This is an optimization exercise on Yosys and OpenROAD, whose aim is small area, a short achievable clock period and few clock cycles per item, not a production implementation. Only simulation tests tie the RTL to the original design; equivalence was not proved.

**flow/constraint.sdc**
```tcl
create_clock -name core_clock -period 32.0 [get_ports {clk}]
set_input_delay 6.4000 -clock core_clock [delete_from_list [all_inputs] [get_ports {clk}]]
set_output_delay 6.4000 -clock core_clock [all_outputs]
set_load 0.01 [all_outputs]
```
**flow/standard.sh**
```bash
#!/bin/bash
# synth_recipe.tcl (not shown) runs the flow's synth.tcl, then flattens the netlist and writes it again
# the make line also repeats each setting of config.mk as NAME=value (left out here)
make -C /OpenROAD-flow-scripts/flow DESIGN_CONFIG=/design/flow/config.mk WORK_HOME=/design/flow/orfs CLKGATE_MAP_FILE= SYNTH_SCRIPT=/design/flow/synth_recipe.tcl "${@:-finish}"
```
**flow/flow/run.sh**
```bash
#!/bin/bash
# The standard layout (the standard.sh, all steps), with the port buffers
# that ORFS inserts at placement made of sky130_fd_sc_hd__buf_1 cells.
set -euo pipefail
export BUFFER_PORTS_ARGS="-buffer_cell sky130_fd_sc_hd__buf_1"
bash standard.sh > standard.log 2>&1
```
**flow/config.mk**
```make
export PLATFORM = sky130hd
export DESIGN_NAME = ecc80_codec
export DESIGN_NICKNAME = ecc80_codec
export VERILOG_FILES = /design/flow/design.v
export SDC_FILE = /design/flow/constraint.sdc
export NUM_CORES = 4
export LEC_CHECK = 0
export CAP_MARGIN = 20
export CORE_MARGIN = 2
export CORE_UTILIZATION = 65
export CTS_BUF_LIST = sky130_fd_sc_hd__clkbuf_16
export CTS_CLUSTER_DIAMETER = 120
export CTS_CLUSTER_SIZE = 30
export SLEW_MARGIN = 20
export SYNTH_HIERARCHICAL = 1
```
**flow/design.v**
```verilog
module gf128_mul (
    input  wire [6:0] a,
    input  wire [6:0] b,
    output wire [6:0] p
);
    reg [12:0] prod;
    reg [12:0] red;
    integer i;
    always @* begin
        prod = 13'd0;
        for (i = 0; i < 7; i = i + 1)
            if (b[i]) prod = prod ^ ({6'd0, a} << i);
        red = prod;
        for (i = 12; i >= 7; i = i - 1)
            if (red[i]) red = red ^ (13'b0000010001001 << (i - 7));
    end
    assign p = red[6:0];
endmodule
module gf128_inv(a, y);
  input [6:0] a;
  wire [6:0] a;
  output [6:0] y;
  wire [6:0] y;
  wire _000_;
  wire _001_;
  wire _002_;
  wire _003_;
  wire _004_;
  wire _005_;
  wire _006_;
  wire _007_;
  wire _008_;
  wire _009_;
  wire _010_;
  wire _011_;
  wire _012_;
  wire _013_;
  wire _014_;
  wire _015_;
  wire _016_;
  wire _017_;
  wire _018_;
  wire _019_;
  wire _020_;
  wire _021_;
  wire _022_;
  wire _023_;
  wire _024_;
  wire _025_;
  wire _026_;
  wire _027_;
  wire _028_;
  wire _029_;
  wire _030_;
  wire _031_;
  wire _032_;
  wire _033_;
  wire _034_;
  wire _035_;
  wire _036_;
  wire _037_;
  wire _038_;
  wire _039_;
  wire _040_;
  wire _041_;
  wire _042_;
  wire _043_;
  wire _044_;
  wire _045_;
  wire _046_;
  wire _047_;
  wire _048_;
  wire _049_;
  wire _050_;
  wire _051_;
  wire _052_;
  wire _053_;
  wire _054_;
  wire _055_;
  wire _056_;
  wire _057_;
  wire _058_;
  wire _059_;
  wire _060_;
  wire _061_;
  wire _062_;
  wire _063_;
  wire _064_;
  wire _065_;
  wire _066_;
  wire _067_;
  wire _068_;
  wire _069_;
  wire _070_;
  wire _071_;
  wire _072_;
  wire _073_;
  wire _074_;
  wire _075_;
  wire _076_;
  wire _077_;
  wire _078_;
  wire _079_;
  wire _080_;
  wire _081_;
  wire _082_;
  wire _083_;
  wire _084_;
  wire _085_;
  wire _086_;
  wire _087_;
  wire _088_;
  wire _089_;
  wire _090_;
  wire _091_;
  wire _092_;
  wire _093_;
  wire _094_;
  wire _095_;
  wire _096_;
  wire _097_;
  wire _098_;
  wire _099_;
  wire _100_;
  wire _101_;
  wire _102_;
  wire _103_;
  wire _104_;
  wire _105_;
  wire _106_;
  wire _107_;
  wire _108_;
  wire _109_;
  wire _110_;
  wire _111_;
  wire _112_;
  wire _113_;
  wire _114_;
  wire _115_;
  wire _116_;
  wire _117_;
  wire _118_;
  wire _119_;
  wire _120_;
  wire _121_;
  wire _122_;
  wire _123_;
  wire _124_;
  wire _125_;
  wire _126_;
  wire _127_;
  wire _128_;
  wire _129_;
  wire _130_;
  wire _131_;
  wire _132_;
  wire _133_;
  wire _134_;
  wire _135_;
  wire _136_;
  wire _137_;
  wire _138_;
  wire _139_;
  wire _140_;
  wire _141_;
  wire _142_;
  wire _143_;
  wire _144_;
  wire _145_;
  wire _146_;
  wire _147_;
  wire _148_;
  wire _149_;
  wire _150_;
  wire _151_;
  wire _152_;
  wire _153_;
  wire _154_;
  wire _155_;
  wire _156_;
  wire _157_;
  wire _158_;
  wire _159_;
  wire _160_;
  wire _161_;
  wire _162_;
  wire _163_;
  wire _164_;
  wire _165_;
  wire _166_;
  wire _167_;
  wire _168_;
  wire _169_;
  wire _170_;
  wire _171_;
  wire _172_;
  wire _173_;
  wire _174_;
  wire _175_;
  wire _176_;
  wire _177_;
  wire _178_;
  wire _179_;
  wire _180_;
  wire _181_;
  wire _182_;
  wire _183_;
  wire _184_;
  wire _185_;
  wire _186_;
  wire _187_;
  wire _188_;
  wire _189_;
  wire _190_;
  wire _191_;
  wire _192_;
  wire _193_;
  wire _194_;
  wire _195_;
  wire _196_;
  wire _197_;
  wire _198_;
  wire _199_;
  wire _200_;
  wire _201_;
  wire _202_;
  wire _203_;
  wire _204_;
  wire _205_;
  wire _206_;
  wire _207_;
  wire _208_;
  wire _209_;
  wire _210_;
  wire _211_;
  wire _212_;
  wire _213_;
  wire _214_;
  wire _215_;
  wire _216_;
  wire _217_;
  wire _218_;
  wire _219_;
  wire _220_;
  wire _221_;
  wire _222_;
  wire _223_;
  wire _224_;
  assign _048_ = ~a[6];
  assign _059_ = a[0] & ~(a[1]);
  assign _069_ = ~(a[1] | a[3]);
  assign _080_ = ~_069_;
  assign _090_ = ~a[3];
  assign _101_ = ~(a[0] | a[2]);
  assign _112_ = _090_ & ~(_101_);
  assign _122_ = ~_112_;
  assign _132_ = ~((_122_ & _080_) | _059_);
  assign _143_ = a[2] & ~(a[0]);
  assign _150_ = a[2] | ~(a[1]);
  assign _151_ = _150_ & ~(_143_);
  assign _152_ = _151_ & ~(_090_);
  assign _153_ = a[0] & a[2];
  assign _154_ = a[0] & a[3];
  assign _155_ = a[4] & ~(_154_);
  assign _156_ = ~((_080_ | _153_) & _155_);
  assign _157_ = ~(_156_ | _152_);
  assign _158_ = _132_ | ~(_157_);
  assign _159_ = a[3] & ~(_153_);
  assign _160_ = ~a[4];
  assign _161_ = a[1] & a[2];
  assign _162_ = _161_ & ~(a[3]);
  assign _163_ = _160_ & ~(_162_);
  assign _164_ = a[2] & ~(a[1]);
  assign _165_ = a[1] & a[0];
  assign _166_ = _160_ & ~(_165_);
  assign _167_ = _164_ | ~(_166_);
  assign _168_ = _167_ & ~(_163_);
  assign _169_ = _168_ | _159_;
  assign _170_ = a[0] & ~(a[3]);
  assign _171_ = a[4] & ~(_170_);
  assign _172_ = ~(_161_ | _059_);
  assign _173_ = _172_ | _154_;
  assign _174_ = ~_154_;
  assign _175_ = ~((_174_ | a[2]) & a[4]);
  assign _176_ = _173_ & ~(_175_);
  assign _177_ = ~(_161_ | _153_);
  assign _178_ = _177_ & ~(_090_);
  assign _179_ = ~a[2];
  assign _180_ = a[1] & ~(a[0]);
  assign _181_ = _180_ | _059_;
  assign _182_ = _179_ & ~(_181_);
  assign _183_ = _178_ & ~(_182_);
  assign _184_ = _183_ | _090_;
  assign _185_ = ~((_176_ | _171_) & _184_);
  assign _186_ = ~((_185_ & _169_) | a[5]);
  assign _187_ = a[0] & ~(a[2]);
  assign _188_ = a[3] & ~(_187_);
  assign _189_ = ~_188_;
  assign _190_ = ~_177_;
  assign _191_ = ~((_190_ | _189_) & _160_);
  assign _192_ = ~_152_;
  assign _193_ = _187_ & ~(a[1]);
  assign _194_ = _180_ | a[3];
  assign _195_ = _194_ | _193_;
  assign _196_ = ~((_195_ & _192_) | _191_);
  assign _197_ = a[5] & ~(_196_);
  assign _198_ = ~((_197_ & _158_) | _186_);
  assign _199_ = _090_ & ~(_143_);
  assign _200_ = a[1] & ~(_199_);
  assign _201_ = ~_200_;
  assign _202_ = _179_ & ~(_165_);
  assign _203_ = _202_ | a[3];
  assign _204_ = a[1] | ~(a[3]);
  assign _205_ = ~(_204_ | _153_);
  assign _206_ = _203_ & ~(_205_);
  assign _207_ = _206_ & ~(a[1]);
  assign _208_ = _059_ | _179_;
  assign _209_ = _208_ & ~(_193_);
  assign _210_ = ~(_209_ & _170_);
  assign _211_ = a[3] & ~(_209_);
  assign _212_ = _210_ & ~(_211_);
  assign _213_ = _212_ & ~(_207_);
  assign _214_ = ~((_213_ | _188_) & _201_);
  assign _215_ = ~_171_;
  assign _216_ = a[3] & ~(_164_);
  assign _217_ = ~(_101_ | _153_);
  assign _218_ = _216_ & ~(_217_);
  assign _219_ = ~((_218_ | _215_) & a[5]);
  assign _220_ = ~((_214_ & _160_) | _219_);
  assign _221_ = _177_ & ~(a[3]);
  assign _222_ = ~((_101_ | _204_) & a[4]);
  assign _223_ = ~_187_;
  assign _224_ = _160_ & ~(_069_);
  assign _000_ = ~((_224_ & _223_) | a[5]);
  assign _001_ = ~((_222_ | _221_) & _000_);
  assign _002_ = _001_ & ~(_220_);
  assign y[5] = _048_ ? _198_ : _002_;
  assign _003_ = ~a[1];
  assign _004_ = ~(_153_ & _003_);
  assign _005_ = _004_ & ~(a[3]);
  assign _006_ = ~(_005_ & _214_);
  assign _007_ = _211_ | a[4];
  assign _008_ = ~(_007_ | _205_);
  assign _009_ = _157_ | a[5];
  assign _010_ = ~((_008_ & _006_) | _009_);
  assign _011_ = _154_ | _178_;
  assign _012_ = _011_ & _181_;
  assign _013_ = ~_012_;
  assign _014_ = _143_ | _160_;
  assign _015_ = ~(_014_ | _162_);
  assign _016_ = ~a[5];
  assign _017_ = _154_ & ~(_161_);
  assign _018_ = _017_ | a[4];
  assign _019_ = ~_165_;
  assign _020_ = ~(_221_ & _019_);
  assign _021_ = _020_ & ~(_018_);
  assign _022_ = _021_ | _016_;
  assign _023_ = ~((_015_ & _013_) | _022_);
  assign _024_ = ~((_023_ | _010_) & a[6]);
  assign _025_ = ~((_207_ | _200_) & _160_);
  assign _026_ = ~((_150_ & _159_) | _160_);
  assign _027_ = ~((_006_ | _059_) & _026_);
  assign _028_ = ~((_027_ & _025_) | a[5]);
  assign _029_ = _090_ & ~(_182_);
  assign _030_ = ~((_029_ & a[1]) | a[4]);
  assign _031_ = _153_ & ~(_018_);
  assign _032_ = _031_ | _200_;
  assign _033_ = _030_ & ~(_032_);
  assign _034_ = ~((_213_ | _160_) & a[5]);
  assign _035_ = ~((_034_ | _033_) & _048_);
  assign y[4] = ~((_035_ | _028_) & _024_);
  assign _036_ = a[3] & ~(_172_);
  assign _037_ = ~((_036_ & _181_) | _160_);
  assign _038_ = _170_ & ~(_003_);
  assign _039_ = ~((_181_ & _159_) | _038_);
  assign _040_ = _039_ & ~(a[4]);
  assign _041_ = ~((_037_ & _210_) | _040_);
  assign _042_ = _016_ & ~(_041_);
  assign _043_ = ~_059_;
  assign _044_ = ~((_043_ & _199_) | _160_);
  assign _045_ = ~((_013_ | _189_) & _044_);
  assign _046_ = _224_ & ~(_172_);
  assign _047_ = a[5] & ~(_046_);
  assign _049_ = ~((_047_ & _045_) | _042_);
  assign _050_ = _180_ & ~(a[2]);
  assign _051_ = _007_ | _050_;
  assign _052_ = ~((_151_ | _090_) & _019_);
  assign _053_ = a[2] & ~(_181_);
  assign _054_ = ~((_053_ | _122_) & a[4]);
  assign _055_ = ~((_052_ & _011_) | _054_);
  assign _056_ = _016_ & ~(_055_);
  assign _057_ = ~((_194_ | _164_) & _037_);
  assign _058_ = _159_ & ~(_050_);
  assign _060_ = a[3] & ~(_058_);
  assign _061_ = _193_ | a[4];
  assign _062_ = ~((_061_ | _060_) & a[5]);
  assign _063_ = _057_ & ~(_062_);
  assign _064_ = ~((_056_ & _051_) | _063_);
  assign y[3] = _048_ ? _049_ : _064_;
  assign _065_ = ~((_190_ & a[3]) | a[4]);
  assign _066_ = _052_ & ~(_206_);
  assign _067_ = ~((_066_ | _065_) & _048_);
  assign _068_ = _058_ & ~(_003_);
  assign _070_ = _068_ | _160_;
  assign _071_ = _005_ & ~(_182_);
  assign _072_ = _112_ | a[0];
  assign _073_ = ~((_072_ & _224_) | _048_);
  assign _074_ = ~((_071_ | _070_) & _073_);
  assign _075_ = ~((_074_ & _067_) | a[5]);
  assign _076_ = ~((_194_ | _187_) & _008_);
  assign _077_ = ~_029_;
  assign _078_ = ~((_077_ & _019_) | _162_);
  assign _079_ = ~((_078_ | _160_) & _048_);
  assign _081_ = _079_ | ~(_076_);
  assign _082_ = ~(_030_ & _192_);
  assign _083_ = _208_ & ~(_038_);
  assign _084_ = ~((_083_ & _026_) | _048_);
  assign _085_ = ~((_084_ & _082_) | _016_);
  assign y[2] = ~((_085_ & _081_) | _075_);
  assign _086_ = a[1] & ~(_143_);
  assign _087_ = _086_ | _211_;
  assign _088_ = _087_ & ~(_191_);
  assign _089_ = ~((_202_ | _090_) & a[4]);
  assign _091_ = ~((_086_ & _029_) | _089_);
  assign _092_ = a[5] & ~(_091_);
  assign _093_ = _092_ & ~(_088_);
  assign _094_ = ~((_101_ & a[4]) | _157_);
  assign _095_ = ~(_101_ & _090_);
  assign _096_ = _003_ & ~(_217_);
  assign _097_ = ~((_151_ | a[3]) & _160_);
  assign _098_ = ~((_096_ & _095_) | _097_);
  assign _099_ = _016_ & ~(_098_);
  assign _100_ = ~((_094_ | _011_) & _099_);
  assign _102_ = _100_ & ~(_093_);
  assign _103_ = ~(_195_ | _143_);
  assign _104_ = a[4] & ~(_216_);
  assign _105_ = _104_ & ~(_103_);
  assign _106_ = _122_ & ~(_167_);
  assign _107_ = ~((_106_ | _105_) & a[5]);
  assign _108_ = ~((_053_ | _189_) & _160_);
  assign _109_ = _108_ | _179_;
  assign _110_ = _095_ & ~(_036_);
  assign _111_ = ~((_110_ | _160_) & _016_);
  assign _113_ = _109_ & ~(_111_);
  assign _114_ = _107_ & ~(_113_);
  assign y[1] = a[6] ? _102_ : _114_;
  assign _115_ = _020_ & ~(_218_);
  assign _116_ = ~((_077_ | _164_) & _065_);
  assign _117_ = ~((_115_ | _160_) & _116_);
  assign _118_ = _132_ | _191_;
  assign _119_ = _206_ | _160_;
  assign _120_ = _119_ & _118_;
  assign _121_ = a[6] ? _117_ : _120_;
  assign _123_ = ~(_161_ | _187_);
  assign _124_ = _163_ & ~(_096_);
  assign _125_ = a[6] & ~(_124_);
  assign _126_ = ~((_123_ | _070_) & _125_);
  assign _127_ = _171_ & ~(_017_);
  assign _128_ = _127_ & ~(_183_);
  assign _129_ = _160_ & ~(_103_);
  assign _130_ = ~((_129_ & _013_) | _128_);
  assign _131_ = ~((_130_ | a[6]) & _126_);
  assign y[0] = a[5] ? _121_ : _131_;
  assign _133_ = _194_ | _217_;
  assign _134_ = _133_ & ~(_108_);
  assign _135_ = _160_ & ~(_218_);
  assign _136_ = _029_ | ~(_135_);
  assign _137_ = a[5] & ~(_176_);
  assign _138_ = ~(_137_ & _136_);
  assign _139_ = _044_ & ~(_058_);
  assign _140_ = _139_ | a[5];
  assign _141_ = ~((_140_ | _134_) & _138_);
  assign _142_ = ~((_172_ & _090_) | _183_);
  assign _144_ = _142_ & _135_;
  assign _145_ = _052_ & ~(_160_);
  assign _146_ = ~((_145_ | _031_) & _016_);
  assign _147_ = _004_ & ~(_152_);
  assign _148_ = ~((_147_ | _222_) & a[5]);
  assign _149_ = ~((_148_ | _144_) & _146_);
  assign y[6] = a[6] ? _141_ : _149_;
endmodule
module ecc80_enc (
    input  wire [63:0] d,
    output wire [13:0] r,
    output wire        pd1,
    output wire        pd2
);
    assign r[0] = d[0] ^ d[5] ^ d[6] ^ d[8] ^ d[9] ^ d[13] ^ d[14] ^ d[15] ^ d[17] ^ d[18] ^ d[19] ^ d[22] ^ d[27] ^ d[28] ^ d[29] ^ d[30] ^ d[33] ^ d[34] ^ d[37] ^ d[39] ^ d[43] ^ d[44] ^ d[45] ^ d[46] ^ d[48] ^ d[50] ^ d[51] ^ d[53] ^ d[57] ^ d[59] ^ d[61];
    assign r[1] = d[0] ^ d[1] ^ d[5] ^ d[7] ^ d[8] ^ d[10] ^ d[13] ^ d[16] ^ d[17] ^ d[20] ^ d[22] ^ d[23] ^ d[27] ^ d[31] ^ d[33] ^ d[35] ^ d[37] ^ d[38] ^ d[39] ^ d[40] ^ d[43] ^ d[47] ^ d[48] ^ d[49] ^ d[50] ^ d[52] ^ d[53] ^ d[54] ^ d[57] ^ d[58] ^ d[59] ^ d[60] ^ d[61] ^ d[62];
    assign r[2] = d[0] ^ d[1] ^ d[2] ^ d[5] ^ d[11] ^ d[13] ^ d[15] ^ d[19] ^ d[21] ^ d[22] ^ d[23] ^ d[24] ^ d[27] ^ d[29] ^ d[30] ^ d[32] ^ d[33] ^ d[36] ^ d[37] ^ d[38] ^ d[40] ^ d[41] ^ d[43] ^ d[45] ^ d[46] ^ d[49] ^ d[54] ^ d[55] ^ d[57] ^ d[58] ^ d[60] ^ d[62] ^ d[63];
    assign r[3] = d[1] ^ d[2] ^ d[3] ^ d[6] ^ d[12] ^ d[14] ^ d[16] ^ d[20] ^ d[22] ^ d[23] ^ d[24] ^ d[25] ^ d[28] ^ d[30] ^ d[31] ^ d[33] ^ d[34] ^ d[37] ^ d[38] ^ d[39] ^ d[41] ^ d[42] ^ d[44] ^ d[46] ^ d[47] ^ d[50] ^ d[55] ^ d[56] ^ d[58] ^ d[59] ^ d[61] ^ d[63];
    assign r[4] = d[0] ^ d[2] ^ d[3] ^ d[4] ^ d[5] ^ d[6] ^ d[7] ^ d[8] ^ d[9] ^ d[14] ^ d[18] ^ d[19] ^ d[21] ^ d[22] ^ d[23] ^ d[24] ^ d[25] ^ d[26] ^ d[27] ^ d[28] ^ d[30] ^ d[31] ^ d[32] ^ d[33] ^ d[35] ^ d[37] ^ d[38] ^ d[40] ^ d[42] ^ d[44] ^ d[46] ^ d[47] ^ d[50] ^ d[53] ^ d[56] ^ d[60] ^ d[61] ^ d[62];
    assign r[5] = d[0] ^ d[1] ^ d[3] ^ d[4] ^ d[7] ^ d[10] ^ d[13] ^ d[14] ^ d[17] ^ d[18] ^ d[20] ^ d[23] ^ d[24] ^ d[25] ^ d[26] ^ d[30] ^ d[31] ^ d[32] ^ d[36] ^ d[37] ^ d[38] ^ d[41] ^ d[44] ^ d[46] ^ d[47] ^ d[50] ^ d[53] ^ d[54] ^ d[59] ^ d[62] ^ d[63];
    assign r[6] = d[0] ^ d[1] ^ d[2] ^ d[4] ^ d[6] ^ d[9] ^ d[11] ^ d[13] ^ d[17] ^ d[21] ^ d[22] ^ d[24] ^ d[25] ^ d[26] ^ d[28] ^ d[29] ^ d[30] ^ d[31] ^ d[32] ^ d[34] ^ d[38] ^ d[42] ^ d[43] ^ d[44] ^ d[46] ^ d[47] ^ d[50] ^ d[53] ^ d[54] ^ d[55] ^ d[57] ^ d[59] ^ d[60] ^ d[61] ^ d[63];
    assign r[7] = d[1] ^ d[2] ^ d[3] ^ d[5] ^ d[7] ^ d[10] ^ d[12] ^ d[14] ^ d[18] ^ d[22] ^ d[23] ^ d[25] ^ d[26] ^ d[27] ^ d[29] ^ d[30] ^ d[31] ^ d[32] ^ d[33] ^ d[35] ^ d[39] ^ d[43] ^ d[44] ^ d[45] ^ d[47] ^ d[48] ^ d[51] ^ d[54] ^ d[55] ^ d[56] ^ d[58] ^ d[60] ^ d[61] ^ d[62];
    assign r[8] = d[0] ^ d[2] ^ d[3] ^ d[4] ^ d[5] ^ d[9] ^ d[11] ^ d[14] ^ d[17] ^ d[18] ^ d[22] ^ d[23] ^ d[24] ^ d[26] ^ d[29] ^ d[31] ^ d[32] ^ d[36] ^ d[37] ^ d[39] ^ d[40] ^ d[43] ^ d[49] ^ d[50] ^ d[51] ^ d[52] ^ d[53] ^ d[55] ^ d[56] ^ d[62] ^ d[63];
    assign r[9] = d[0] ^ d[1] ^ d[3] ^ d[4] ^ d[8] ^ d[9] ^ d[10] ^ d[12] ^ d[13] ^ d[14] ^ d[17] ^ d[22] ^ d[23] ^ d[24] ^ d[25] ^ d[28] ^ d[29] ^ d[32] ^ d[34] ^ d[38] ^ d[39] ^ d[40] ^ d[41] ^ d[43] ^ d[45] ^ d[46] ^ d[48] ^ d[52] ^ d[54] ^ d[56] ^ d[59] ^ d[61] ^ d[63];
    assign r[10] = d[1] ^ d[2] ^ d[4] ^ d[5] ^ d[9] ^ d[10] ^ d[11] ^ d[13] ^ d[14] ^ d[15] ^ d[18] ^ d[23] ^ d[24] ^ d[25] ^ d[26] ^ d[29] ^ d[30] ^ d[33] ^ d[35] ^ d[39] ^ d[40] ^ d[41] ^ d[42] ^ d[44] ^ d[46] ^ d[47] ^ d[49] ^ d[53] ^ d[55] ^ d[57] ^ d[60] ^ d[62];
    assign r[11] = d[2] ^ d[3] ^ d[5] ^ d[6] ^ d[10] ^ d[11] ^ d[12] ^ d[14] ^ d[15] ^ d[16] ^ d[19] ^ d[24] ^ d[25] ^ d[26] ^ d[27] ^ d[30] ^ d[31] ^ d[34] ^ d[36] ^ d[40] ^ d[41] ^ d[42] ^ d[43] ^ d[45] ^ d[47] ^ d[48] ^ d[50] ^ d[54] ^ d[56] ^ d[58] ^ d[61] ^ d[63];
    assign r[12] = d[3] ^ d[4] ^ d[6] ^ d[7] ^ d[11] ^ d[12] ^ d[13] ^ d[15] ^ d[16] ^ d[17] ^ d[20] ^ d[25] ^ d[26] ^ d[27] ^ d[28] ^ d[31] ^ d[32] ^ d[35] ^ d[37] ^ d[41] ^ d[42] ^ d[43] ^ d[44] ^ d[46] ^ d[48] ^ d[49] ^ d[51] ^ d[55] ^ d[57] ^ d[59] ^ d[62];
    assign r[13] = d[4] ^ d[5] ^ d[7] ^ d[8] ^ d[12] ^ d[13] ^ d[14] ^ d[16] ^ d[17] ^ d[18] ^ d[21] ^ d[26] ^ d[27] ^ d[28] ^ d[29] ^ d[32] ^ d[33] ^ d[36] ^ d[38] ^ d[42] ^ d[43] ^ d[44] ^ d[45] ^ d[47] ^ d[49] ^ d[50] ^ d[52] ^ d[56] ^ d[58] ^ d[60] ^ d[63];
    assign pd1 = d[0] ^ d[1] ^ d[2] ^ d[3] ^ d[4] ^ d[5] ^ d[6] ^ d[7] ^ d[8] ^ d[9] ^ d[10] ^ d[11] ^ d[12] ^ d[13] ^ d[14] ^ d[15] ^ d[33] ^ d[34] ^ d[35] ^ d[36] ^ d[37] ^ d[38] ^ d[39] ^ d[40] ^ d[41] ^ d[42] ^ d[43] ^ d[44] ^ d[45] ^ d[46] ^ d[47];
    assign pd2 = d[16] ^ d[17] ^ d[18] ^ d[19] ^ d[20] ^ d[21] ^ d[22] ^ d[23] ^ d[24] ^ d[25] ^ d[26] ^ d[27] ^ d[28] ^ d[29] ^ d[30] ^ d[31] ^ d[32] ^ d[48] ^ d[49] ^ d[50] ^ d[51] ^ d[52] ^ d[53] ^ d[54] ^ d[55] ^ d[56] ^ d[57] ^ d[58] ^ d[59] ^ d[60] ^ d[61] ^ d[62] ^ d[63];
endmodule
module ecc80_dec_a (
    input  wire        op,              
    input  wire        volatile_frame,
    input  wire [63:0] d,
    input  wire [15:0] c,
    input  wire [13:0] r,               
    input  wire        pd1,             
    input  wire        pd2,             
    output wire [15:0] cbase,           
    output wire        p1raw,           
    output wire        p2raw,           
    output wire [6:0]  s1,
    output wire [6:0]  u,
    output wire        s3z,
    output wire        marker
);
    wire [13:0] rv = r ^ c[13:0];
    wire [6:0]  s3, t;
    wire sx0 = rv[7] ^ rv[11];
    wire sx1 = rv[9] ^ rv[13];
    wire sx2 = rv[8] ^ rv[12];
    wire sx3 = rv[3] ^ rv[10];
    wire sx4 = rv[6] ^ rv[10];
    wire sx5 = rv[5] ^ rv[9];
    wire sx6 = rv[4] ^ rv[8];
    wire sx7 = rv[8] ^ sx0;
    assign s1[0] = rv[0] ^ sx0;
    assign s1[1] = rv[1] ^ sx2;
    assign s1[2] = rv[2] ^ sx1;
    assign s1[3] = sx0 ^ sx3;
    wire sx8 = rv[11] ^ rv[4];
    assign s1[4] = sx2 ^ sx8;
    wire sx9 = rv[12] ^ rv[5];
    assign s1[5] = sx1 ^ sx9;
    assign s1[6] = rv[13] ^ sx4;
    wire sx10 = rv[0] ^ rv[10];
    wire sx11 = rv[7] ^ sx10;
    assign s3[0] = sx5 ^ sx11;
    wire sx12 = rv[13] ^ rv[5];
    assign s3[1] = sx12 ^ sx6;
    wire sx13 = sx1 ^ sx3;
    assign s3[2] = sx13 ^ sx7;
    wire sx14 = rv[1] ^ rv[6];
    wire sx15 = sx14 ^ sx5;
    assign s3[3] = sx15 ^ sx7;
    wire sx16 = rv[6] ^ sx1;
    assign s3[4] = sx6 ^ sx16;
    wire sx17 = rv[12] ^ rv[13];
    wire sx18 = rv[3] ^ rv[4];
    wire sx19 = rv[7] ^ sx17;
    assign s3[5] = sx18 ^ sx19;
    wire sx20 = rv[2] ^ rv[7];
    wire sx21 = rv[9] ^ sx2;
    wire sx22 = sx20 ^ sx4;
    assign s3[6] = sx21 ^ sx22;
    gf128_inv u_t (.a(s1), .y(t));
    gf128_mul u_u (.a(s3), .b(t), .p(u));
    assign s3z = (s3 == 7'd0);
    assign cbase[13:0] = op ? c[13:0] : r;
    wire   q           = pd2 ^ ^cbase[13:0];
    assign cbase[14]   = op ? c[14] : pd1;
    assign cbase[15]   = op ? c[15] : q;
    assign p1raw       = pd1 ^ c[14];
    assign p2raw       = q ^ c[15];
    assign marker      = op && volatile_frame && (d == 64'd0) && (c == 16'hC000);
endmodule
module ecc80_dec_b (
    input  wire        op,
    input  wire        marker,
    input  wire [63:0] d,
    input  wire [15:0] cbase,
    input  wire        p1raw,
    input  wire        p2raw,
    input  wire [6:0]  s1,
    input  wire [6:0]  u,
    input  wire        s3z,
    output wire [63:0] d_out,
    output wire [15:0] c_out,
    output wire [1:0]  ncorr,
    output wire        uncorr
);
    wire [6:0]  y, x1, x2;
    wire        tru;
    wire [77:0] fix;
    wire        en;                             
    reg         hit1, hit2, g1x1, g1x2;
    gf128_mul u_x1 (.a(s1), .b(y), .p(x1));
    assign x2 = x1 ^ s1;
    assign y[0] = 1'b0;
    assign y[1] = u[2] ^ u[3] ^ u[4] ^ u[6];
    assign y[2] = u[3] ^ u[4] ^ u[6];
    assign y[3] = u[5] ^ u[6];
    assign y[4] = u[1] ^ u[2] ^ u[4];
    assign y[5] = u[3] ^ u[5] ^ u[6];
    assign y[6] = u[3] ^ u[6];
    assign tru = u[0];
    wire [7:0]  h1, h2, h1u, h2u;
    wire [15:0] l1, l2;
    genvar gk;
    generate for (gk = 0; gk < 8; gk = gk + 1) begin : g_hi
        assign h1u[gk] = (x1[6:4] == gk);
        assign h2u[gk] = (x2[6:4] == gk);
    end endgenerate
    generate for (gk = 0; gk < 16; gk = gk + 1) begin : g_lo
        assign l1[gk] = (x1[3:0] == gk);
        assign l2[gk] = (x2[3:0] == gk);
    end endgenerate
    assign h1 = h1u & {8{en}};
    assign h2 = h2u & {8{en}};
    assign fix[0] = (h1[0] & l1[1]) | (h2[0] & l2[1]);
    assign fix[1] = (h1[0] & l1[2]) | (h2[0] & l2[2]);
    assign fix[2] = (h1[0] & l1[4]) | (h2[0] & l2[4]);
    assign fix[3] = (h1[0] & l1[8]) | (h2[0] & l2[8]);
    assign fix[4] = (h1[1] & l1[0]) | (h2[1] & l2[0]);
    assign fix[5] = (h1[2] & l1[0]) | (h2[2] & l2[0]);
    assign fix[6] = (h1[4] & l1[0]) | (h2[4] & l2[0]);
    assign fix[7] = (h1[0] & l1[9]) | (h2[0] & l2[9]);
    assign fix[8] = (h1[1] & l1[2]) | (h2[1] & l2[2]);
    assign fix[9] = (h1[2] & l1[4]) | (h2[2] & l2[4]);
    assign fix[10] = (h1[4] & l1[8]) | (h2[4] & l2[8]);
    assign fix[11] = (h1[1] & l1[9]) | (h2[1] & l2[9]);
    assign fix[12] = (h1[3] & l1[2]) | (h2[3] & l2[2]);
    assign fix[13] = (h1[6] & l1[4]) | (h2[6] & l2[4]);
    assign fix[14] = (h1[4] & l1[1]) | (h2[4] & l2[1]);
    assign fix[15] = (h1[0] & l1[11]) | (h2[0] & l2[11]);
    assign fix[16] = (h1[1] & l1[6]) | (h2[1] & l2[6]);
    assign fix[17] = (h1[2] & l1[12]) | (h2[2] & l2[12]);
    assign fix[18] = (h1[5] & l1[8]) | (h2[5] & l2[8]);
    assign fix[19] = (h1[3] & l1[9]) | (h2[3] & l2[9]);
    assign fix[20] = (h1[7] & l1[2]) | (h2[7] & l2[2]);
    assign fix[21] = (h1[6] & l1[13]) | (h2[6] & l2[13]);
    assign fix[22] = (h1[5] & l1[3]) | (h2[5] & l2[3]);
    assign fix[23] = (h1[2] & l1[15]) | (h2[2] & l2[15]);
    assign fix[24] = (h1[5] & l1[14]) | (h2[5] & l2[14]);
    assign fix[25] = (h1[3] & l1[5]) | (h2[3] & l2[5]);
    assign fix[26] = (h1[6] & l1[10]) | (h2[6] & l2[10]);
    assign fix[27] = (h1[5] & l1[13]) | (h2[5] & l2[13]);
    assign fix[28] = (h1[3] & l1[3]) | (h2[3] & l2[3]);
    assign fix[29] = (h1[6] & l1[6]) | (h2[6] & l2[6]);
    assign fix[30] = (h1[4] & l1[5]) | (h2[4] & l2[5]);
    assign fix[31] = (h1[0] & l1[3]) | (h2[0] & l2[3]);
    assign fix[32] = (h1[0] & l1[6]) | (h2[0] & l2[6]);
    assign fix[33] = (h1[0] & l1[12]) | (h2[0] & l2[12]);
    assign fix[34] = (h1[1] & l1[8]) | (h2[1] & l2[8]);
    assign fix[35] = (h1[3] & l1[0]) | (h2[3] & l2[0]);
    assign fix[36] = (h1[6] & l1[0]) | (h2[6] & l2[0]);
    assign fix[37] = (h1[4] & l1[9]) | (h2[4] & l2[9]);
    assign fix[38] = (h1[1] & l1[11]) | (h2[1] & l2[11]);
    assign fix[39] = (h1[3] & l1[6]) | (h2[3] & l2[6]);
    assign fix[40] = (h1[6] & l1[12]) | (h2[6] & l2[12]);
    assign fix[41] = (h1[5] & l1[1]) | (h2[5] & l2[1]);
    assign fix[42] = (h1[2] & l1[11]) | (h2[2] & l2[11]);
    assign fix[43] = (h1[5] & l1[6]) | (h2[5] & l2[6]);
    assign fix[44] = (h1[2] & l1[5]) | (h2[2] & l2[5]);
    assign fix[45] = (h1[4] & l1[10]) | (h2[4] & l2[10]);
    assign fix[46] = (h1[1] & l1[13]) | (h2[1] & l2[13]);
    assign fix[47] = (h1[3] & l1[10]) | (h2[3] & l2[10]);
    assign fix[48] = (h1[7] & l1[4]) | (h2[7] & l2[4]);
    assign fix[49] = (h1[6] & l1[1]) | (h2[6] & l2[1]);
    assign fix[50] = (h1[4] & l1[11]) | (h2[4] & l2[11]);
    assign fix[51] = (h1[1] & l1[15]) | (h2[1] & l2[15]);
    assign fix[52] = (h1[3] & l1[14]) | (h2[3] & l2[14]);
    assign fix[53] = (h1[7] & l1[12]) | (h2[7] & l2[12]);
    assign fix[54] = (h1[7] & l1[1]) | (h2[7] & l2[1]);
    assign fix[55] = (h1[6] & l1[11]) | (h2[6] & l2[11]);
    assign fix[56] = (h1[5] & l1[15]) | (h2[5] & l2[15]);
    assign fix[57] = (h1[3] & l1[7]) | (h2[3] & l2[7]);
    assign fix[58] = (h1[6] & l1[14]) | (h2[6] & l2[14]);
    assign fix[59] = (h1[5] & l1[5]) | (h2[5] & l2[5]);
    assign fix[60] = (h1[2] & l1[3]) | (h2[2] & l2[3]);
    assign fix[61] = (h1[4] & l1[6]) | (h2[4] & l2[6]);
    assign fix[62] = (h1[0] & l1[5]) | (h2[0] & l2[5]);
    assign fix[63] = (h1[0] & l1[10]) | (h2[0] & l2[10]);
    assign fix[64] = (h1[1] & l1[4]) | (h2[1] & l2[4]);
    assign fix[65] = (h1[2] & l1[8]) | (h2[2] & l2[8]);
    assign fix[66] = (h1[5] & l1[0]) | (h2[5] & l2[0]);
    assign fix[67] = (h1[2] & l1[9]) | (h2[2] & l2[9]);
    assign fix[68] = (h1[5] & l1[2]) | (h2[5] & l2[2]);
    assign fix[69] = (h1[2] & l1[13]) | (h2[2] & l2[13]);
    assign fix[70] = (h1[5] & l1[10]) | (h2[5] & l2[10]);
    assign fix[71] = (h1[3] & l1[13]) | (h2[3] & l2[13]);
    assign fix[72] = (h1[7] & l1[10]) | (h2[7] & l2[10]);
    assign fix[73] = (h1[7] & l1[13]) | (h2[7] & l2[13]);
    assign fix[74] = (h1[7] & l1[3]) | (h2[7] & l2[3]);
    assign fix[75] = (h1[6] & l1[15]) | (h2[6] & l2[15]);
    assign fix[76] = (h1[5] & l1[7]) | (h2[5] & l2[7]);
    assign fix[77] = (h1[2] & l1[7]) | (h2[2] & l2[7]);
    always @* begin
        case (x1)
        7'd1: hit1 = 1'b1;
        7'd2: hit1 = 1'b1;
        7'd3: hit1 = 1'b1;
        7'd4: hit1 = 1'b1;
        7'd5: hit1 = 1'b1;
        7'd6: hit1 = 1'b1;
        7'd8: hit1 = 1'b1;
        7'd9: hit1 = 1'b1;
        7'd10: hit1 = 1'b1;
        7'd11: hit1 = 1'b1;
        7'd12: hit1 = 1'b1;
        7'd16: hit1 = 1'b1;
        7'd18: hit1 = 1'b1;
        7'd20: hit1 = 1'b1;
        7'd22: hit1 = 1'b1;
        7'd24: hit1 = 1'b1;
        7'd25: hit1 = 1'b1;
        7'd27: hit1 = 1'b1;
        7'd29: hit1 = 1'b1;
        7'd31: hit1 = 1'b1;
        7'd32: hit1 = 1'b1;
        7'd35: hit1 = 1'b1;
        7'd36: hit1 = 1'b1;
        7'd37: hit1 = 1'b1;
        7'd39: hit1 = 1'b1;
        7'd40: hit1 = 1'b1;
        7'd41: hit1 = 1'b1;
        7'd43: hit1 = 1'b1;
        7'd44: hit1 = 1'b1;
        7'd45: hit1 = 1'b1;
        7'd47: hit1 = 1'b1;
        7'd48: hit1 = 1'b1;
        7'd50: hit1 = 1'b1;
        7'd51: hit1 = 1'b1;
        7'd53: hit1 = 1'b1;
        7'd54: hit1 = 1'b1;
        7'd55: hit1 = 1'b1;
        7'd57: hit1 = 1'b1;
        7'd58: hit1 = 1'b1;
        7'd61: hit1 = 1'b1;
        7'd62: hit1 = 1'b1;
        7'd64: hit1 = 1'b1;
        7'd65: hit1 = 1'b1;
        7'd69: hit1 = 1'b1;
        7'd70: hit1 = 1'b1;
        7'd72: hit1 = 1'b1;
        7'd73: hit1 = 1'b1;
        7'd74: hit1 = 1'b1;
        7'd75: hit1 = 1'b1;
        7'd80: hit1 = 1'b1;
        7'd81: hit1 = 1'b1;
        7'd82: hit1 = 1'b1;
        7'd83: hit1 = 1'b1;
        7'd85: hit1 = 1'b1;
        7'd86: hit1 = 1'b1;
        7'd87: hit1 = 1'b1;
        7'd88: hit1 = 1'b1;
        7'd90: hit1 = 1'b1;
        7'd93: hit1 = 1'b1;
        7'd94: hit1 = 1'b1;
        7'd95: hit1 = 1'b1;
        7'd96: hit1 = 1'b1;
        7'd97: hit1 = 1'b1;
        7'd100: hit1 = 1'b1;
        7'd102: hit1 = 1'b1;
        7'd106: hit1 = 1'b1;
        7'd107: hit1 = 1'b1;
        7'd108: hit1 = 1'b1;
        7'd109: hit1 = 1'b1;
        7'd110: hit1 = 1'b1;
        7'd111: hit1 = 1'b1;
        7'd113: hit1 = 1'b1;
        7'd114: hit1 = 1'b1;
        7'd115: hit1 = 1'b1;
        7'd116: hit1 = 1'b1;
        7'd122: hit1 = 1'b1;
        7'd124: hit1 = 1'b1;
        7'd125: hit1 = 1'b1;
        default: hit1 = 1'b0;
        endcase
    end
    always @* begin
        case (x2)
        7'd1: hit2 = 1'b1;
        7'd2: hit2 = 1'b1;
        7'd3: hit2 = 1'b1;
        7'd4: hit2 = 1'b1;
        7'd5: hit2 = 1'b1;
        7'd6: hit2 = 1'b1;
        7'd8: hit2 = 1'b1;
        7'd9: hit2 = 1'b1;
        7'd10: hit2 = 1'b1;
        7'd11: hit2 = 1'b1;
        7'd12: hit2 = 1'b1;
        7'd16: hit2 = 1'b1;
        7'd18: hit2 = 1'b1;
        7'd20: hit2 = 1'b1;
        7'd22: hit2 = 1'b1;
        7'd24: hit2 = 1'b1;
        7'd25: hit2 = 1'b1;
        7'd27: hit2 = 1'b1;
        7'd29: hit2 = 1'b1;
        7'd31: hit2 = 1'b1;
        7'd32: hit2 = 1'b1;
        7'd35: hit2 = 1'b1;
        7'd36: hit2 = 1'b1;
        7'd37: hit2 = 1'b1;
        7'd39: hit2 = 1'b1;
        7'd40: hit2 = 1'b1;
        7'd41: hit2 = 1'b1;
        7'd43: hit2 = 1'b1;
        7'd44: hit2 = 1'b1;
        7'd45: hit2 = 1'b1;
        7'd47: hit2 = 1'b1;
        7'd48: hit2 = 1'b1;
        7'd50: hit2 = 1'b1;
        7'd51: hit2 = 1'b1;
        7'd53: hit2 = 1'b1;
        7'd54: hit2 = 1'b1;
        7'd55: hit2 = 1'b1;
        7'd57: hit2 = 1'b1;
        7'd58: hit2 = 1'b1;
        7'd61: hit2 = 1'b1;
        7'd62: hit2 = 1'b1;
        7'd64: hit2 = 1'b1;
        7'd65: hit2 = 1'b1;
        7'd69: hit2 = 1'b1;
        7'd70: hit2 = 1'b1;
        7'd72: hit2 = 1'b1;
        7'd73: hit2 = 1'b1;
        7'd74: hit2 = 1'b1;
        7'd75: hit2 = 1'b1;
        7'd80: hit2 = 1'b1;
        7'd81: hit2 = 1'b1;
        7'd82: hit2 = 1'b1;
        7'd83: hit2 = 1'b1;
        7'd85: hit2 = 1'b1;
        7'd86: hit2 = 1'b1;
        7'd87: hit2 = 1'b1;
        7'd88: hit2 = 1'b1;
        7'd90: hit2 = 1'b1;
        7'd93: hit2 = 1'b1;
        7'd94: hit2 = 1'b1;
        7'd95: hit2 = 1'b1;
        7'd96: hit2 = 1'b1;
        7'd97: hit2 = 1'b1;
        7'd100: hit2 = 1'b1;
        7'd102: hit2 = 1'b1;
        7'd106: hit2 = 1'b1;
        7'd107: hit2 = 1'b1;
        7'd108: hit2 = 1'b1;
        7'd109: hit2 = 1'b1;
        7'd110: hit2 = 1'b1;
        7'd111: hit2 = 1'b1;
        7'd113: hit2 = 1'b1;
        7'd114: hit2 = 1'b1;
        7'd115: hit2 = 1'b1;
        7'd116: hit2 = 1'b1;
        7'd122: hit2 = 1'b1;
        7'd124: hit2 = 1'b1;
        7'd125: hit2 = 1'b1;
        default: hit2 = 1'b0;
        endcase
    end
    always @* begin
        case (x1)
        7'd11: g1x1 = 1'b1;
        7'd22: g1x1 = 1'b1;
        7'd31: g1x1 = 1'b1;
        7'd35: g1x1 = 1'b1;
        7'd44: g1x1 = 1'b1;
        7'd47: g1x1 = 1'b1;
        7'd51: g1x1 = 1'b1;
        7'd53: g1x1 = 1'b1;
        7'd55: g1x1 = 1'b1;
        7'd57: g1x1 = 1'b1;
        7'd58: g1x1 = 1'b1;
        7'd62: g1x1 = 1'b1;
        7'd65: g1x1 = 1'b1;
        7'd70: g1x1 = 1'b1;
        7'd75: g1x1 = 1'b1;
        7'd83: g1x1 = 1'b1;
        7'd85: g1x1 = 1'b1;
        7'd88: g1x1 = 1'b1;
        7'd93: g1x1 = 1'b1;
        7'd94: g1x1 = 1'b1;
        7'd95: g1x1 = 1'b1;
        7'd97: g1x1 = 1'b1;
        7'd102: g1x1 = 1'b1;
        7'd106: g1x1 = 1'b1;
        7'd107: g1x1 = 1'b1;
        7'd109: g1x1 = 1'b1;
        7'd110: g1x1 = 1'b1;
        7'd113: g1x1 = 1'b1;
        7'd114: g1x1 = 1'b1;
        7'd116: g1x1 = 1'b1;
        7'd124: g1x1 = 1'b1;
        default: g1x1 = 1'b0;
        endcase
    end
    always @* begin
        case (x2)
        7'd11: g1x2 = 1'b1;
        7'd22: g1x2 = 1'b1;
        7'd31: g1x2 = 1'b1;
        7'd35: g1x2 = 1'b1;
        7'd44: g1x2 = 1'b1;
        7'd47: g1x2 = 1'b1;
        7'd51: g1x2 = 1'b1;
        7'd53: g1x2 = 1'b1;
        7'd55: g1x2 = 1'b1;
        7'd57: g1x2 = 1'b1;
        7'd58: g1x2 = 1'b1;
        7'd62: g1x2 = 1'b1;
        7'd65: g1x2 = 1'b1;
        7'd70: g1x2 = 1'b1;
        7'd75: g1x2 = 1'b1;
        7'd83: g1x2 = 1'b1;
        7'd85: g1x2 = 1'b1;
        7'd88: g1x2 = 1'b1;
        7'd93: g1x2 = 1'b1;
        7'd94: g1x2 = 1'b1;
        7'd95: g1x2 = 1'b1;
        7'd97: g1x2 = 1'b1;
        7'd102: g1x2 = 1'b1;
        7'd106: g1x2 = 1'b1;
        7'd107: g1x2 = 1'b1;
        7'd109: g1x2 = 1'b1;
        7'd110: g1x2 = 1'b1;
        7'd113: g1x2 = 1'b1;
        7'd114: g1x2 = 1'b1;
        7'd116: g1x2 = 1'b1;
        7'd124: g1x2 = 1'b1;
        default: g1x2 = 1'b0;
        endcase
    end
    wire s1z   = (s1 == 7'd0);
    wire one   = !s1z && (u == 7'd1);           
    wire gpar  = g1x1 ^ g1x2;                   
    wire p1    = p1raw ^ gpar;                  
    wire p2    = p2raw ^ gpar ^ one;            
    wire ok    = s1z ? s3z :
                 one ? (hit2 && !(p1 && p2)) :
                       (tru && hit1 && hit2 && !p1 && !p2);
    wire [1:0] nbch = s1z ? 2'd0 : one ? 2'd1 : 2'd2;
    assign en  = op && ok && !marker;
    assign d_out       = d ^ fix[77:14];
    assign c_out[13:0] = cbase[13:0] ^ fix[13:0];
    assign c_out[14]   = cbase[14] ^ (en && p1);
    assign c_out[15]   = cbase[15] ^ (en && p2);
    assign ncorr       = en ? nbch + {1'b0, p1} + {1'b0, p2} : 2'd0;
    assign uncorr      = op && !marker && !ok;
endmodule
module ecc80_codec (
    input  wire        clk,
    input  wire        rst,
    input  wire        in_valid,
    output wire        in_ready,
    input  wire        in_op,           
    input  wire        in_volatile,     
    input  wire [63:0] in_data,
    input  wire [15:0] in_check,        
    output reg         out_valid,
    output reg  [63:0] out_data,
    output reg  [15:0] out_check,
    output reg  [1:0]  out_ncorr,
    output reg         out_uncorr,
    output reg         out_marker
);
    assign in_ready = 1'b1;
    reg        r_valid;
    reg        r_op;
    reg        r_volatile;
    reg [63:0] r_data;
    reg [15:0] r_check;
    always @(posedge clk) begin
        if (rst) r_valid <= 1'b0;
        else     r_valid <= in_valid;
        r_op       <= in_op;
        r_volatile <= in_volatile;
        r_data     <= in_data;
        r_check    <= in_check;
    end
    wire [13:0] rem;
    wire        pd1, pd2;
    wire [15:0] a_cbase;
    wire        a_p1raw, a_p2raw, a_s3z, a_marker;
    wire [6:0]  a_s1, a_u;
    ecc80_enc u_enc (
        .d   (r_data),
        .r   (rem),
        .pd1 (pd1),
        .pd2 (pd2)
    );
    ecc80_dec_a u_dec_a (
        .op             (r_op),
        .volatile_frame (r_volatile),
        .d              (r_data),
        .c              (r_check),
        .r              (rem),
        .pd1            (pd1),
        .pd2            (pd2),
        .cbase          (a_cbase),
        .p1raw          (a_p1raw),
        .p2raw          (a_p2raw),
        .s1             (a_s1),
        .u              (a_u),
        .s3z            (a_s3z),
        .marker         (a_marker)
    );
    reg        m_valid;
    reg        m_op;
    reg        m_marker;
    reg [63:0] m_data;
    reg [15:0] m_cbase;
    reg        m_p1raw, m_p2raw, m_s3z;
    reg [6:0]  m_s1, m_u;
    always @(posedge clk) begin
        if (rst) m_valid <= 1'b0;
        else     m_valid <= r_valid;
        m_op     <= r_op;
        m_marker <= a_marker;
        m_data   <= r_data;
        m_cbase  <= a_cbase;
        m_p1raw  <= a_p1raw;
        m_p2raw  <= a_p2raw;
        m_s3z    <= a_s3z;
        m_s1     <= a_s1;
        m_u      <= a_u;
    end
    wire [63:0] res_data;
    wire [15:0] res_check;
    wire [1:0]  res_ncorr;
    wire        res_uncorr;
    ecc80_dec_b u_dec_b (
        .op     (m_op),
        .marker (m_marker),
        .d      (m_data),
        .cbase  (m_cbase),
        .p1raw  (m_p1raw),
        .p2raw  (m_p2raw),
        .s1     (m_s1),
        .u      (m_u),
        .s3z    (m_s3z),
        .d_out  (res_data),
        .c_out  (res_check),
        .ncorr  (res_ncorr),
        .uncorr (res_uncorr)
    );
    always @(posedge clk) begin
        if (rst) out_valid <= 1'b0;
        else     out_valid <= m_valid;
        out_data   <= res_data;
        out_check  <= res_check;
        out_ncorr  <= res_ncorr;
        out_uncorr <= res_uncorr;
        out_marker <= m_marker;
    end
endmodule
```
==> run notes <==
## Yosys stat by module, one instance, submodules excluded
module	flops+latches	cells inside
ecc80_dec_b	0	508
ecc80_dec_a	0	118
gf128_mul	0	92
ecc80_enc	0	207
ecc80_codec	268	273
gf128_inv	0	226
## logic make-up (layout without fill, tap and decap cells)
logic type,Yosys count,in the layout
adders and majority gates,21,21
muxes,34,34
buffers and inverters,113,227
xor gates and xnor gates,445,445
other,2,8
and+or+nand+nor,383,383
AOI/OAI and AO/OA,250,250
DFF,268,268
## how the worst max path moves through the flow
stage | depth (start not counted) | slack [ps] | end | from
global route | 18 | 24190 | out_check[2] | m_u[6]
global placement | 18 | 24910 | out_check[3] | m_u[6]
detailed placement | 18 | 24700 | out_check[3] | m_u[6]
CTS | 1 | 24490 | out_check[1] | out_check[1]
floorplan | 0 | 25270 | out_check[0] | out_check[0]
finish | 1 | 24500 | out_check[3] | out_check[3]
## cells in the mapped netlist, types with 4 or more instances
cell type	number	share of area (%)
mux2i_1	13	0.83
xnor3_4	5	0.84
ha_1	21	1.7
a31oi_1	8	0.32
or3_1	5	0.20
buf_1	5	0.12
a211oi_1	9	0.43
nand4_1	12	0.48
buf_6	7	0.50
clkbuf_1	42	1.0
o22ai_1	48	1.9
nor4_1	20	0.80
o32ai_1	5	0.28
xor3_1	14	2.1
nor4b_1	4	0.22
o221ai_1	4	0.22
a211o_1	4	0.22
nor2b_1	19	0.76
o22ai_2	6	0.48
o21ai_0	37	1.2
nor3_1	22	0.71
and3_1	6	0.24
a221oi_1	4	0.22
inv_1	22	0.53
nor3b_1	9	0.43
o311a_1	4	0.26
nand3b_1	4	0.19
a21oi_1	41	1.3
xor2_1	105	5.9
nand2b_1	15	0.60
xnor2_1	236	13
buf_2	22	0.71
a32oi_1	17	0.95
mux2_2	16	1.2
nand2_1	178	4.3
nor2_1	49	1.2
o21a_1	6	0.29
dfxtp_1	268	34
nand3_1	17	0.54
a22oi_1	7	0.34
o311ai_0	5	0.28
xnor3_1	77	11
buf_4	5	0.24
o31ai_1	4	0.19
## state kept, by name, summed over array words and instances (netlist names)
signal and flops:
m_cbase 16, out_marker 1, r_op 1, m_p1raw 1
m_data 64, m_marker 1, m_s3z 1, out_uncorr 1
out_check 16, m_valid 1, r_valid 1, m_p2raw 1
r_volatile 1, out_valid 1, m_op 1, m_s1 7
r_check 16, out_data 64, out_ncorr 2, m_u 7
r_data 64
## routing by layer
layer  vias to the layer above  routed length [um]
met3                       118                5410
met2                       840               20300
li1                       5479                   -
met5                         -                   0
met1                      5750               19100
met4                         0                1530
## stage by stage
step	utilization (%)
6_report	71.2
5_1_grt	71.2
4_1_cts	71.2
3_5_place_dp	69.6
3_3_place_gp	69.6
2_1_floorplan	-
## cell type report
cell class / count / area (um^2) / area share (%)
Clock inverter: 3 / 45.0 / 0.269
Inverter: 29 / 114 / 0.679
Tap cell: 319 / 399 / 2.38
Timing Repair Buffer: 182 / 732 / 4.37
Sequential cell: 268 / 5370 / 32.0
Multi-Input combinational cell: 1141 / 9780 / 58.4
Clock buffer: 13 / 325 / 1.94
==> results.cfg <==
[drt]
first_pass_iters = 6
routedWlPerCell_um = 23.7
vias_per_cell = 6.23
drt_iter0_drc = 1682
post-route-drc-count = 0
via_count = 12200
routed_wl_um = 46400
final_antenna_net_count = 0

[critical_path]
timing.rr.start = m_u[6]
path_delay_family = flip-flops
path_class = register to output port
path_max_fanout = 1
crit_required_ps = 25600
r2r_slack_ps = 24650
crit_arrival_ps = 1100
worstPathBufferInverterCount = 1
crit_path_start_kind = register
r2r_cells = 18
path_cells = buf_1
r2r_end = out_data[17]
slowest_delay_ps = 420
endpoint_kind = output port
critical-path-slowest-cell = dfxtp_1

[worst_hold_path]
worstHoldStart = m_marker
hold_end = out_marker
hold_path_depth = 0
hp-class = register to register

[logic_synthesis]
synth_flop_cell = dfxtp_1
synthArstFlopShare_pct = 0
synth.distinct_cells = 99
synth-edff-count = 0
synth_xor_xnor_area_share_pct = 34.2
synthCells = 1516
netlist_area_um2 = 15600
synth-seq-cells = 268
synth_compound_area_share_pct = 11.7
synthSimpleGateAreaFrac_pct = 11.9
synthAdderAreaFrac_pct = 1.68
seq_area_frac_synth_pct = 34.4
synth_top_family_by_area = XOR/XNOR gates
syn_avg_cell_area_um2 = 10.3
yosysWarnings = 9
muxShareOfSynthArea_pct = 2.61

[cts]
ctsResizeCount = 0
clkLatencyLatePin_ps = 510
cts_tree = built
post_cts_buffers = 0
cts_sinks = 268
cts_root_buffer = clkbuf_16
holdBufCountCts = 0
path_clk_slew_ps = 110
clock_path_buffers = 3
htreeDepth = 1
cts_buffers = 13

[sta]
slew_headroom_pct = 27.7
worst_slack_ps = 24500
min_period_ps = 7500
worstMarginPinSlew_ps = 1080
fin_setup_tns_ps = 0
fmax_mhz = 133
whs_ps = 425
rsz0062_at_grt = false
setup_viol = 0
clock_skew_ps = 20.7
slew_viol_final = 0
finalHoldViolCount = 0
period_share_pct = 23.4

[cells_and_area]
n_antenna_cell = 0
area_growth_pct = 7.32
n_fill_cell = 1821
final_nets = 1741
layout_common_cells = dfxtp_1 (268), xnor2_1 (231), nand2_1 (178), buf_1 (169), xor2_1 (105)
finalInstanceArea_um2 = 16800
fin_cells = 1955
drive_gt1_share_pct = 5.99
mostFrequentLayoutCell = dfxtp_1

[placed_design]
dp_hpwl_um = 35000
placed_cells = 1939
place_congestion = 0.982
port-buffer-count = 169
place_ws_ps = 24700
place_area_um2 = 16400

[global_routing]
grt_busiest_layer = met2
antenna_found_initial = 0
grt_start_max_net_pins = 49
use_met2_pct = 54.2
use_met3_pct = 7.16
use_met1_pct = 51.7
grt.total_usage_pct = 35.4
grt_pass1_vias = 11300
grt_overflow = 0
grt_pass1_wl_um = 68700

[floorplan]
fp.coreArea_um2 = 23500
rows = 56
die_x_um = 159
io_pins = 171
start_util_pct = 66.3
die_h_um = 159
die-area_um2 = 25300

[run_status]
status = finished clean

[flow_run]
maxCapViolations = 0
Testbench counts, summed over its fixed seeds: cycles 16,024, words 16,000.

-- re-timing with driven ports --
In the flow no input, the clock included, has a driving cell. The finished layout below was timed again as built, in two steps. Step 1: set_driving_cell puts a clkbuf_16 on clk and a buf_2 on each other input, an assumption about the parent block. Step 2 adds t to the input delays and takes it off the output delays; t is the mean of the earliest and latest rising clock arrival at the registers after step 1. Input paths then give back, and output paths get back, about the clock's delay inside the block. Slacks: ideal ports / drivers / drivers and shift; pairs: ideal ports / drivers.
t (ns): 0.546
setup slack, ns: 24.502 / 24.453 / 24.651
worst setup path at the end: register to register
slew at the worst register clock pin (ns): 0.11 / 0.11
After both steps setup and hold are still met in this run. For this run, drivers alone change the setup slack by -0.049 ns; drivers and shift together by +0.149 ns.
